Background: an optimization exercise with open tools, aiming at small area, a short achievable clock period and few clock cycles. Do not read the settings as production practice. RTL that was checked went through simulation tests only; none was proved equivalent to the original.

== build 53 ==
// flush_cvt
module flush_cvt (
    input  wire        clk,
    input  wire        rst,
    input  wire        in_valid,
    output wire        in_ready,
    input  wire [95:0] in_acc,
    input  wire [1:0]  in_tag,
    input  wire [7:0]  in_level,
    input  wire [3:0]  in_fmt,
    input  wire        in_sr,
    input  wire [31:0] in_rand,
    output reg         out_valid,
    output reg  [31:0] out_data,
    output reg         out_overflow
);
For scale: roughly 2,300 cells after synthesis, about 180 I/O pins, roughly 0.019 sq mm of cells after synthesis.
export LEC_CHECK = 0
export CAP_MARGIN = 20
export CORE_MARGIN = 2
export CORE_UTILIZATION = 60
export PLACE_DENSITY = 0.75
export SLEW_MARGIN = 20
create_clock -name core_clock -period 34.0 [get_ports {clk}]
standard.sh (not shown) runs the stock make flow with config.mk's settings and CLKGATE_MAP_FILE= SYNTH_SCRIPT=/design/flow/synth_recipe.tcl, a recipe that flattens the netlist after the stock synthesis.
==> flow/flow/run.sh <==
#!/bin/bash
# Standard layout (standard.sh, the standard flow's own ORFS run) with these changes:
#  - synthesis maps with flow/area.abc (ABC's &nf mapper) instead of ORFS's
#    ABC script; the rest of synthesis is synth_recipe.tcl unchanged, so the
#    registers and their names are those of the standard synthesis;
#  - ports are buffered with buf_1 cells instead of clkdlybuf4s50_1;
#  - clock tree: larger sink clusters driven by clkbuf_8, no dummy loads;
#  - timing repair aims for setup slack above SETUP_SLACK_MARGIN.
# make's output goes to make.log here; ORFS keeps each step's log under
# orfs/logs/.
set -euo pipefail
HERE=$(pwd)
export MY_ABC_SCRIPT=$HERE/flow/area.abc
export FLOW_SYNTH_TCL=$HERE/synth_recipe.tcl
bash standard.sh finish SYNTH_SCRIPT=$HERE/flow/synth.tcl \
  SETUP_SLACK_MARGIN=26.6 \
  "BUFFER_PORTS_ARGS=-buffer_cell sky130_fd_sc_hd__buf_1" \
  "CTS_ARGS=-sink_clustering_enable -repair_clock_nets -dont_use_dummy_load -root_buf sky130_fd_sc_hd__clkbuf_16 -buf_list sky130_fd_sc_hd__clkbuf_8 -sink_clustering_size 16 -sink_clustering_max_diameter 60" \
  > make.log 2>&1
==> flow/flow/area.abc <==
strash
&get -n
&fraig -x
&put
scorr
dc2
strash
&get -n
&dch -f
&nf -R 1000
&put
==> flow/flow/synth.tcl <==
# synth_recipe.tcl, with the liberty mapping done by our ABC script.
proc abc {args} {
  set i [lsearch -exact $args -script]
  if {$i >= 0} { set args [lreplace $args $i [expr {$i + 1}]] }
  set j [lsearch -exact $args -D]
  if {$j >= 0} { set args [lreplace $args $j [expr {$j + 1}]] }
  yosys abc -script $::env(MY_ABC_SCRIPT) {*}$args
}
source $::env(FLOW_SYNTH_TCL)
Both conditions hold for build 53: the flow ran to the end and the final layout passed the timing, DRC and antenna checks.
Testbench counts of build 53, summed over its fixed seeds: cycles 16,024.
Changes in build 14 relative to build 53:
diff --git a/flow/flow/run.sh b/flow/flow/run.sh
--- a/flow/flow/run.sh
+++ b/flow/flow/run.sh
@@ -16 +16 @@
-  SETUP_SLACK_MARGIN=26.6 \
+  SETUP_SLACK_MARGIN=26.2 \
@@ -18 +18 @@
-  "CTS_ARGS=-sink_clustering_enable -repair_clock_nets -dont_use_dummy_load -root_buf sky130_fd_sc_hd__clkbuf_16 -buf_list sky130_fd_sc_hd__clkbuf_8 -sink_clustering_size 16 -sink_clustering_max_diameter 60" \
+  "CTS_ARGS=-sink_clustering_enable -repair_clock_nets -dont_use_dummy_load -root_buf sky130_fd_sc_hd__clkbuf_16 -buf_list sky130_fd_sc_hd__clkbuf_8 -sink_clustering_size 20 -sink_clustering_max_diameter 50 -balance_levels" \
==> comparison <==
Against build 53 as the reference, build 14 delivers a higher global routing usage on met1.
Both conditions hold for build 14: the flow ran to the end and the final layout passed the timing, DRC and antenna checks.
From build 53 to build 14 the numbers moved as follows: multi-input combinational cell count now smaller; met2 track demand over resource now smaller.
Build 14 ends up with a layout overhead on the synthesized area that is 3.9 points lower than in build 53.
Looking at wire length across build 14 and build 53, the one that comes out higher is build 53.
Min wire length on met3 across build 14 and build 53: build 14
Compared with build 53, placement density in the core of build 14 is lower.
Comparing build 53 against build 14, there is no change at all in number of max-slew violations in the final report.
--- input diff build 14..build 59 ---
diff --git a/flow/flow/run.sh b/flow/flow/run.sh
--- a/flow/flow/run.sh
+++ b/flow/flow/run.sh
@@ -18 +18 @@
-  "CTS_ARGS=-sink_clustering_enable -repair_clock_nets -dont_use_dummy_load -root_buf sky130_fd_sc_hd__clkbuf_16 -buf_list sky130_fd_sc_hd__clkbuf_8 -sink_clustering_size 20 -sink_clustering_max_diameter 50 -balance_levels" \
+  "CTS_ARGS=-sink_clustering_enable -repair_clock_nets -dont_use_dummy_load -root_buf sky130_fd_sc_hd__clkbuf_16 -buf_list sky130_fd_sc_hd__clkbuf_8 -sink_clustering_size 16 -sink_clustering_max_diameter 60" \
## What came out
- Setup WNS build 14 -> build 59: better
- Pin slew with the least headroom to its limit: build 59 < build 14
- Build 59 against build 14: global-route usage over all layers has decreased; non-clock buffer share of cell area went down by 0.38 points; total area of multi-input combinational cells went down by 0.52%; arrival time at the worst endpoint now smaller; net count after synthesis saw little to no change.
- Min final area across build 14 and build 59: build 59
- Re sequential share of layout area: build 59 is 0.24 points up on build 14.
## Diff of input files: build 7 against build 59
diff --git a/flow/flow/run.sh b/flow/flow/run.sh
--- a/flow/flow/run.sh
+++ b/flow/flow/run.sh
@@ -16 +16 @@
-  SETUP_SLACK_MARGIN=26.2 \
+  SETUP_SLACK_MARGIN=25.8 \
Findings:
- H-tree depth across build 7 and build 59: no real change.
- Compared with build 59, in build 7 worst stage delay on the critical path rose by 160 ps; number of cells on the critical path rose by 33.
- After detailed routing, build 59 needs less wire than build 7.
- Build 7 vs build 59, count of filler cells inserted in the layout went down by about 4%.
- Build 7 ends up with a area taken by multi-input logic gates that is about 0.8% lower than in build 59.
- Relative to build 59, final weighted congestion of routability-driven global placement has gone down in build 7.
- Build 7 finished every step from synthesis to the final layout, and the layout passed the timing, DRC and antenna checks.


== try-zinc ==
Another version of the RTL of flush_cvt (not shown whole).
Size: ~2200 cells after synthesis, roughly 290 flip-flops, roughly 180 I/O pins, about 18000 um2 of cells after synthesis.
// flush_cvt
module flush_cvt (
    input  wire        clk,
    input  wire        rst,
    input  wire        in_valid,
    output wire        in_ready,
    input  wire [95:0] in_acc,
    input  wire [1:0]  in_tag,
    input  wire [7:0]  in_level,
    input  wire [3:0]  in_fmt,
    input  wire        in_sr,
    input  wire [31:0] in_rand,
    output reg         out_valid,
    output reg  [31:0] out_data,
    output reg         out_overflow
);
==> flow/config.mk <==
export PLATFORM = sky130hd
export DESIGN_NAME = flush_cvt
export DESIGN_NICKNAME = flush_cvt
export VERILOG_FILES = /design/flow/design.v
export SDC_FILE = /design/flow/constraint.sdc
export NUM_CORES = 4
export LEC_CHECK = 0
export CAP_MARGIN = 20
export CORE_MARGIN = 2
export CORE_UTILIZATION = 60
export PLACE_DENSITY = 0.75
export SLEW_MARGIN = 20
==> flow/constraint.sdc <==
create_clock -name core_clock -period 34.0 [get_ports {clk}]
set_input_delay 6.8000 -clock core_clock [delete_from_list [all_inputs] [get_ports {clk}]]
set_output_delay 6.8000 -clock core_clock [all_outputs]
set_load 0.01 [all_outputs]
==> flow/flow/run.sh <==
#!/bin/bash
# Standard layout (standard.sh, the standard flow's own ORFS run) with these changes:
#  - synthesis maps with flow/area.abc (ABC's &nf mapper) instead of ORFS's
#    ABC script; the rest of synthesis is synth_recipe.tcl unchanged, so the
#    registers and their names are those of the standard synthesis;
#  - ports are buffered with buf_1 cells instead of clkdlybuf4s50_1;
#  - clock tree: larger sink clusters driven by clkbuf_8, no dummy loads;
#  - timing repair aims for setup slack above SETUP_SLACK_MARGIN.
# make's output goes to make.log here; ORFS keeps each step's log under
# orfs/logs/.
set -euo pipefail
HERE=$(pwd)
export MY_ABC_SCRIPT=$HERE/flow/area.abc
export FLOW_SYNTH_TCL=$HERE/synth_recipe.tcl
bash standard.sh finish SYNTH_SCRIPT=$HERE/flow/synth.tcl \
  SETUP_SLACK_MARGIN=26.05 \
  "BUFFER_PORTS_ARGS=-buffer_cell sky130_fd_sc_hd__buf_1" \
  "CTS_ARGS=-sink_clustering_enable -repair_clock_nets -dont_use_dummy_load -root_buf sky130_fd_sc_hd__clkbuf_16 -buf_list sky130_fd_sc_hd__clkbuf_8 -sink_clustering_size 16 -sink_clustering_max_diameter 60" \
  > make.log 2>&1
Scripts as last shown in full above: flow/flow/area.abc, flow/flow/synth.tcl
Looking at the reports, try-zinc completed the entire flow and the layout it produced met the timing, DRC and antenna checks.
Testbench counts of try-zinc, summed over its fixed seeds: cycles 16,024.
## Diff of input files: try-garnet against try-zinc
diff --git a/flow/flow/run.sh b/flow/flow/run.sh
--- a/flow/flow/run.sh
+++ b/flow/flow/run.sh
@@ -15,3 +15,3 @@
 bash standard.sh finish SYNTH_SCRIPT=$HERE/flow/synth.tcl \
-  SETUP_SLACK_MARGIN=26.05 \
+  SETUP_SLACK_MARGIN=26.2 \
   "BUFFER_PORTS_ARGS=-buffer_cell sky130_fd_sc_hd__buf_1" \
Results
- For maximum frequency from static timing analysis, try-garnet and try-zinc come out practically identical.
- Layout-stage area growth over the synthesis result for try-garnet: 2.0 points up relative to try-zinc
- In try-garnet relative to try-zinc, cell area had gone up slightly.
- Comparing try-garnet with try-zinc, the register-to-register setup slack came out essentially unchanged.
- Between try-garnet and try-zinc, the cell count figures differ only marginally.
[inputs] try-tundra vs try-garnet
==> flow/flow/area.abc <==
strash
&get -n
&fraig -x
&put
scorr
dc2
strash
&get -n
&dch -f
&nf -R 20
&put
Delta (try-tundra minus try-garnet): share of final-layout standard cells stronger than drive strength 1 lost 2.6 points.


flush_cvt, a different RTL version from the one above (not shown whole).
Size in the first run: roughly 300 flip-flops, ~18000 µm² of cells after synthesis.
## flush_cvt
module flush_cvt (
    input  wire        clk,
    input  wire        rst,
    input  wire        in_valid,
    output wire        in_ready,
    input  wire [95:0] in_acc,
    input  wire [1:0]  in_tag,
    input  wire [7:0]  in_level,
    input  wire [3:0]  in_fmt,
    input  wire        in_sr,
    input  wire [31:0] in_rand,
    output reg         out_valid,
    output reg  [31:0] out_data,
    output reg         out_overflow
);
    assign in_ready = 1'b1;
    reg        v1;
    reg [94:0] x1;         
    reg        neg1;       
    reg        lo_nz1;     
    reg [1:0]  tag1;
    reg [7:0]  level1;
    reg [3:0]  fmt1;
    reg        sr1;
    reg [31:0] rnd1;
    always @(posedge clk) begin
        if (rst) v1 <= 1'b0;
        else     v1 <= in_valid;
        x1     <= in_acc[94:0] ^ {95{in_acc[95]}};
        neg1   <= in_acc[95];
        lo_nz1 <= |in_acc[63:0];
        tag1   <= in_tag;
        level1 <= in_level;
        fmt1   <= in_fmt;
        sr1    <= in_sr;
        rnd1   <= in_rand;
    end
    wire [63:0] win;
    wire        sticky, hix;
    wire [8:0]  zexp;
    flush_cvt_s1 u_s1 (.x(x1), .neg(neg1), .lo_nz(lo_nz1), .level(level1), .fmt(fmt1), .win(win),
                       .sticky(sticky), .hix(hix), .zexp(zexp));
    reg        v2;
    reg [63:0] win2;
    reg        neg2, sticky2, hix2;
    reg [8:0]  zexp2;
    reg [1:0]  tag2;
    reg [3:0]  fmt2;
    reg        sr2;
    reg [31:0] rnd2;
    always @(posedge clk) begin
        if (rst) v2 <= 1'b0;
        else     v2 <= v1;
        win2    <= win;
        neg2    <= neg1;
        sticky2 <= sticky;
        hix2    <= hix;
        zexp2   <= zexp;
        tag2    <= tag1;
        fmt2    <= fmt1;
        sr2     <= sr1;
        rnd2    <= rnd1;
    end
    wire [31:0] data;
  ...
clock: 34.0 ns
lec_check: 0
cap_margin: 20
core_margin: 2
core_utilization: 60
place_density: 0.75
slew_margin: 20
==> flow/flow/run.sh <==
#!/bin/bash
# Standard layout (standard.sh, the standard flow's own ORFS run) with these changes:
#  - synthesis maps with flow/area.abc (ABC's &nf mapper) instead of ORFS's
#    ABC script; the rest of synthesis is synth_recipe.tcl unchanged, so the
#    registers and their names are those of the standard synthesis;
#  - ports are buffered with buf_1 cells instead of clkdlybuf4s50_1;
#  - clock tree: larger sink clusters driven by clkbuf_8, no dummy loads;
#  - timing repair aims for setup slack above SETUP_SLACK_MARGIN.
# make's output goes to make.log here; ORFS keeps each step's log under
# orfs/logs/.
set -euo pipefail
HERE=$(pwd)
export MY_ABC_SCRIPT=$HERE/flow/area.abc
export FLOW_SYNTH_TCL=$HERE/synth_recipe.tcl
bash standard.sh finish SYNTH_SCRIPT=$HERE/flow/synth.tcl \
  SETUP_SLACK_MARGIN=26.1 \
  "BUFFER_PORTS_ARGS=-buffer_cell sky130_fd_sc_hd__buf_1" \
  "CTS_ARGS=-sink_clustering_enable -repair_clock_nets -dont_use_dummy_load -root_buf sky130_fd_sc_hd__clkbuf_16 -buf_list sky130_fd_sc_hd__clkbuf_8 -sink_clustering_size 16 -sink_clustering_max_diameter 60" \
  > make.log 2>&1
==> flow/flow/area.abc <==
strash
&get -n
&fraig -x
&put
scorr
dc2
strash
&get -n
&dch -f
&nf
&put
Scripts as last shown in full above: flow/flow/synth.tcl
Next try:
--- a/flow/flow/run.sh
+++ b/flow/flow/run.sh
@@ -15,3 +15,3 @@
 bash standard.sh finish SYNTH_SCRIPT=$HERE/flow/synth.tcl \
-  SETUP_SLACK_MARGIN=26.1 \
+  SETUP_SLACK_MARGIN=26.2 \
   "BUFFER_PORTS_ARGS=-buffer_cell sky130_fd_sc_hd__buf_1" \
The new run completed with no timing, DRC or antenna violations.
Final area climbs by 1.1%.
Non-clock buffer count climbs by 15.
Area after synthesis does not change.
Wire length climbs by 0.48%.
Clock skew stays flat.
Critical path depth drops by 2.
Count of clock-buffer cells in the layout stays the same.
No functional check of the RTL was part of any run of this note.


Another version of the RTL of flush_cvt (not shown whole).
Size: about 2600 cells after synthesis, roughly 340 flip-flops, roughly 180 I/O pins, roughly 0.022 sq mm of cells after synthesis.
Settings: LEC_CHECK=0, CAP_MARGIN=20, CORE_MARGIN=2, CORE_UTILIZATION=35, PLACE_DENSITY=0.5, SLEW_MARGIN=20; clock period 34.0 ns.
==> flow/flow/run.sh <==
#!/bin/bash
# Standard layout with two changes:
#  - synthesis maps with flow/area.abc (ABC's &nf mapper) instead of ORFS's
#    ABC script; everything else in synthesis is synth_recipe.tcl unchanged;
#  - timing repair aims for slack above the given margin.
set -euo pipefail
HERE=$(pwd)
export MY_ABC_SCRIPT=$HERE/flow/area.abc
export FLOW_SYNTH_TCL=$HERE/synth_recipe.tcl
bash standard.sh finish SYNTH_SCRIPT=$HERE/flow/synth.tcl SETUP_SLACK_MARGIN=25.5 > make.log 2>&1
Scripts as last shown in full above: flow/flow/area.abc, flow/flow/synth.tcl
The first run finished with timing, DRC and antenna clean.
Change:
==> flow/flow/run.sh (replaced) <==
#!/bin/bash
# Standard layout, with timing repair aiming for slack above the given margin.
set -euo pipefail
bash standard.sh finish SETUP_SLACK_MARGIN=25.5 > make.log 2>&1
removed: flow/flow/area.abc
removed: flow/flow/synth.tcl
Synthesized cell count grows by 30%.
Register-to-register slack loses 0.30 ns.
Setup slack gains 0.0043 ns.
Cell count grows by 19%.
Clock-buffer cell count shrinks by 3.
Cell area grows by 12%.
Via count grows by 35%.
Routed wire length grows by 48%.
No functional check of the RTL was part of any run of this note.


flush_cvt, a different RTL version from the one above (not shown whole).
For scale: ~2300 cells after synthesis.
export LEC_CHECK = 0
export CAP_MARGIN = 20
export CORE_MARGIN = 2
export CORE_UTILIZATION = 60
export PLACE_DENSITY = 0.75
export SLEW_MARGIN = 20
create_clock -name core_clock -period 34.0 [get_ports {clk}]
==> flow/flow/run.sh <==
#!/bin/bash
# Standard layout (standard.sh, the standard flow's own ORFS run) with these changes:
#  - synthesis maps with flow/area.abc (ABC's &nf mapper) instead of ORFS's
#    ABC script; the rest of synthesis is synth_recipe.tcl unchanged, so the
#    registers and their names are those of the standard synthesis;
#  - ports are buffered with buf_1 cells instead of clkdlybuf4s50_1;
#  - clock tree: larger sink clusters driven by clkbuf_8, no dummy loads;
#  - timing repair aims for setup slack above SETUP_SLACK_MARGIN.
# make's output goes to make.log here; ORFS keeps each step's log under
# orfs/logs/.
set -euo pipefail
HERE=$(pwd)
export MY_ABC_SCRIPT=$HERE/flow/area.abc
export FLOW_SYNTH_TCL=$HERE/synth_recipe.tcl
bash standard.sh finish SYNTH_SCRIPT=$HERE/flow/synth.tcl \
  SETUP_SLACK_MARGIN=26.2 \
  "BUFFER_PORTS_ARGS=-buffer_cell sky130_fd_sc_hd__buf_1" \
  "CTS_ARGS=-sink_clustering_enable -repair_clock_nets -dont_use_dummy_load -root_buf sky130_fd_sc_hd__clkbuf_16 -buf_list sky130_fd_sc_hd__clkbuf_8 -sink_clustering_size 16 -sink_clustering_max_diameter 60" \
  > make.log 2>&1
==> flow/flow/area.abc <==
strash
&get -n
&fraig -x
&put
scorr
dc2
strash
&get -n
&dch -f
&nf
&put
topo
stime -c
buffer -c
upsize -c
dnsize -c
==> flow/flow/synth.tcl <==
# synth_recipe.tcl, with the liberty mapping done by our ABC script.
proc abc {args} {
  set i [lsearch -exact $args -script]
  if {$i >= 0} { set args [lreplace $args $i [expr {$i + 1}]] }
  set j [lsearch -exact $args -D]
  if {$j >= 0} { set args [lreplace $args $j [expr {$j + 1}]] }
  yosys abc -script $::env(MY_ABC_SCRIPT) {*}$args
}
source $::env(FLOW_SYNTH_TCL)
The starting point passed the timing, DRC and antenna checks.
Testbench counts at the start, summed over its fixed seeds: cycles 16,024.
Then changed:
==> flow/flow/area.abc (replaced) <==
strash
&get -n
&fraig -x
&put
scorr
dc2
strash
&get -n
&dch -f
&nf
&put
The new run finished clean.
Worst hold slack gains 34 ps.
Routed wire length decreases by 13%.
Clock skew decreases by 5.4 ps.
Global-route usage decreases by 3.1 points.
Core utilization increases by 0.97 points.
Die area decreases by 3.2%.
Synthesized area decreases by 3.3%.
Setup slack gains 19 ps.

## re-timing with driven ports
How much do the figures lean on ideal ports? The routed layouts below were timed once more, with nothing changed but the port constraints.
Step 1: set_driving_cell puts a clkbuf_16 on clk and a buf_2 on each other input, an assumption about the parent block.
Step 2 also shifts input and output timing later by t, the mid clock arrival at the registers, as if the neighbouring blocks saw the same clock.
Three values: ideal, step 1, step 2; two values: the first two.
run | t (ns) | slack for setup (ns) | worst hold slack (ns) | worst data-port slew with drivers (ns)
build 53 | 0.561 | 26.221 / 26.167 / 26.635 | 0.314 / 0.314 / 0.314 | 0.04
build 14 | 0.593 | 26.177 / 26.118 / 26.402 | 0.293 / 0.293 / 0.293 | 0.05
build 59 | 0.564 | 26.216 / 26.160 / 26.533 | 0.332 / 0.332 / 0.332 | 0.04
build 7 | 0.575 | 25.986 / 25.986 / 25.986 | 0.328 / 0.328 / 0.328 | 0.06
try-zinc | 0.557 | 26.106 / 26.106 / 25.760 | 0.331 / 0.331 / 0.331 | 0.04
try-garnet | 0.565 | 26.097 / 26.097 / 25.769 | 0.313 / 0.313 / 0.313 | 0.05
try-tundra | 0.556 | 26.225 / 26.173 / 25.763 | 0.331 / 0.331 / 0.331 | 0.05
the first run of note 3 | 0.561 | 26.167 / 26.140 / 25.636 | 0.331 / 0.331 / 0.331 | 0.04
the second run of note 3 | 0.564 | 26.222 / 26.167 / 25.749 | 0.331 / 0.331 / 0.331 | 0.04
the first run of note 4 | 0.622 | 25.759 / 25.702 / 25.703 | 0.325 / 0.325 / 0.325 | 0.05
the second run of note 4 | 0.654 | 25.763 / 25.691 / 25.812 | 0.325 / 0.325 / 0.325 | 0.11
the first run of note 5 | 0.563 | 26.209 / 26.153 / 25.793 | 0.292 / 0.292 / 0.292 | 0.05
the second run of note 5 | 0.555 | 26.228 / 26.169 / 25.844 | 0.326 / 0.326 / 0.326 | 0.04
After both steps setup and hold are still met in every run listed. The setup slack of the first run of note 3, which loses most, moves by -0.027 ns with the drivers and by -0.531 ns with both steps.
